Background: an optimization exercise with open tools, aiming at small area, a short achievable clock period and few clock cycles. Do not read the settings as production practice. In this exercise RTL edits were held to simulation tests only and were not proved equivalent to the original. Power figures rest on the tool's default switching activity, not on a simulated workload.

run 1:
## srv_lead_loop
module srv_lead_loop (
    input  wire               clk,
    input  wire               rst,         
    input  wire               start,
    input  wire               clear,
    input  wire signed [15:0] sa,
    input  wire signed [15:0] sb,
    input  wire signed [15:0] sc,
    input  wire signed [15:0] sd,
    input  wire        [23:0] gray,
    input  wire        [23:0] tgt_trk,
    input  wire signed [15:0] tgt_ofs,
    input  wire signed [17:0] ml,
    input  wire signed [15:0] ff,
    input  wire signed [15:0] inj,
    input  wire        [17:0] amin,
    input  wire        [3:0]  gs,
    input  wire        [23:0] intlim,
    input  wire signed [15:0] kds,
    output reg         [5:0]  tbl_addr,
    input  wire        [47:0] tbl_rdata,
    output reg                done,
    output reg                fail,
    output wire signed [15:0] pes,
    output wire signed [48:0] pos,
    output reg  signed [24:0] err,
    output reg  signed [24:0] integ,
    output wire signed [15:0] u
);
    reg st_idle, st_amp, st_div, st_e1, st_mem, st_lo, st_hi, st_int, st_prod, st_fin;
    reg fl_ilast, fl_plast, fl_ds, fl_xbus;
  ...
export LEC_CHECK = 0
export ABC_AREA = 1
export CAP_MARGIN = 60
export CORE_MARGIN = 2
export CORE_UTILIZATION = 60
export PLACE_DENSITY = 0.72
export SLEW_MARGIN = 60
create_clock -name core_clock -period 20.0 [get_ports {clk}]
standard.sh (not shown) runs the stock make flow with config.mk's settings and CLKGATE_MAP_FILE= SYNTH_SCRIPT=/design/flow/synth_recipe.tcl, a recipe that flattens the netlist after the stock synthesis.
==> flow/flow/run.sh <==
#!/bin/bash
set -euo pipefail
export BUFFER_PORTS_ARGS="-buffer_cell sky130_fd_sc_hd__buf_1"
export SETUP_SLACK_MARGIN=13
bash standard.sh > standard_flow.log 2>&1
Testbench counts of run 1, summed over its fixed seeds: cycles 36,936.
Setup changes, run 1 to run 2
- a change of CAP_MARGIN from 60 to 20
- a change of SLEW_MARGIN from 60 to 20
==> flow/flow/run.sh <==
#!/bin/bash
set -euo pipefail
export BUFFER_PORTS_ARGS="-buffer_cell sky130_fd_sc_hd__buf_1"
export SETUP_SLACK_MARGIN=12
bash standard.sh > standard_flow.log 2>&1
### Flow results
Run 2 ended up with reg -> reg as its critical path start-end classification; run 1 ended up with in -> reg. Lower slew at the pin closest to its max-slew limit goes to run 1 over run 2. Post-route cell area of run 2 falls short of that of run 1 by a few percent. As far as global routing usage summed across all routing layers is concerned, run 2 and run 1 perform about the same. Per the comparison of run 2 with run 1, highest clock frequency the design can meet decreased about 6%, cell depth of the worst min-delay path essentially unchanged. Run 2 against run 1; power consumption is down by more than 10%.

---

== v36 ==
Starting RTL as in the previous note.
Settings: LEC_CHECK=0, ABC_AREA=1, CAP_MARGIN=20, CORE_MARGIN=2, CORE_UTILIZATION=60, PLACE_DENSITY=0.72, SLEW_MARGIN=20; clock period 20.0 ns.
==> flow/flow/run.sh <==
#!/bin/bash
set -euo pipefail
export BUFFER_PORTS_ARGS="-buffer_cell sky130_fd_sc_hd__buf_1"
export SETUP_SLACK_MARGIN=13
bash standard.sh > standard_flow.log 2>&1
v36 did not stop at any stage, and its layout met the timing, design-rule and antenna checks.
Testbench counts of v36, summed over its fixed seeds: cycles 36,936.
Modified inputs, v31 compared to v36
- changing CAP_MARGIN from 20 to 40
- changing SLEW_MARGIN from 20 to 40
==> comparison <==
Of v31 and v36, the run reporting the lower layout-stage area growth over the synthesis result was v31. Fmax of v31 is on par with v36. [compare] base=v36 new=v31: setup clock skew after layout lost 3.3 ps, number of resized instances in the post-cts repair step lost about 14%, number of detailed-route iterations in the first pass lost 3, sum of net half-perimeters after detailed placement neither gained nor lost much, utilization lost 0.19 points. Compared with v36, in v31 post-route non-filler standard cell count comparable; total power roughly the same.
### v31 -> v9
- CAP_MARGIN changed from 40 to 60
- SLEW_MARGIN changed from 40 to 60
==> flow/flow/run.sh <==
#!/bin/bash
set -euo pipefail
export BUFFER_PORTS_ARGS="-buffer_cell sky130_fd_sc_hd__buf_1"
export SETUP_SLACK_MARGIN=13.5
bash standard.sh > standard_flow.log 2>&1
Notes after the runs:
NOTE: number of clock buffers in the layout in v9 exceeds that of v31
Looking only at clock power, and setting everything else aside, the lower value of v9 and v31 goes to v31.
Total net switching power, v9 and v31: higher on v9
The count of non-CTS buffers in the layout in v9 is 1.19 times that in v31.
Looking at combinational power share, v9 sits 1.2 points higher than v31 does.
From v31 to v9 the numbers moved as follows: power consumption now larger, wire length of the first global-routing pass now larger, minimum setup slack in the final design now larger.
The run showing the smaller global routing usage on met2 is v31.

==> afterwards: timing with drivers on the ports <==
In the flow no input, the clock included, has a driving cell. The finished layouts below were timed again as built, in two steps.
Step 1 sets driving cells, clkbuf_16 on the clock port and buf_2 on the other inputs (assumed; they add their load-dependent delay and slew).
Step 2, shift: input delay + t, output delay - t, t = (earliest + latest rising clock arrival at the registers) / 2. This alone moves slack from input paths to output paths.
Slacks: no drivers / after step 1 / after step 2; pairs: no drivers / after step 1.
run | shift t [ns] | slack for setup (ns) | slew at the worst register clock pin (ns) | pins driven straight from the clock port
run 1 | 0.698 | 12.700 / 12.743 / 12.045 | 0.07 / 0.07 | 1
run 2 | 0.703 | 12.218 / 12.218 / 11.557 | 0.07 / 0.07 | 1
v36 | 0.702 | 12.601 / 12.616 / 11.914 | 0.07 / 0.07 | 1
v31 | 0.698 | 12.584 / 12.607 / 11.909 | 0.07 / 0.07 | 1
v9 | 0.716 | 12.758 / 12.781 / 12.065 | 0.07 / 0.07 | 1
After both steps setup and hold are still met in every run listed. For v9, which loses most, drivers alone change the setup slack by +0.023 ns; drivers and shift together by -0.693 ns.
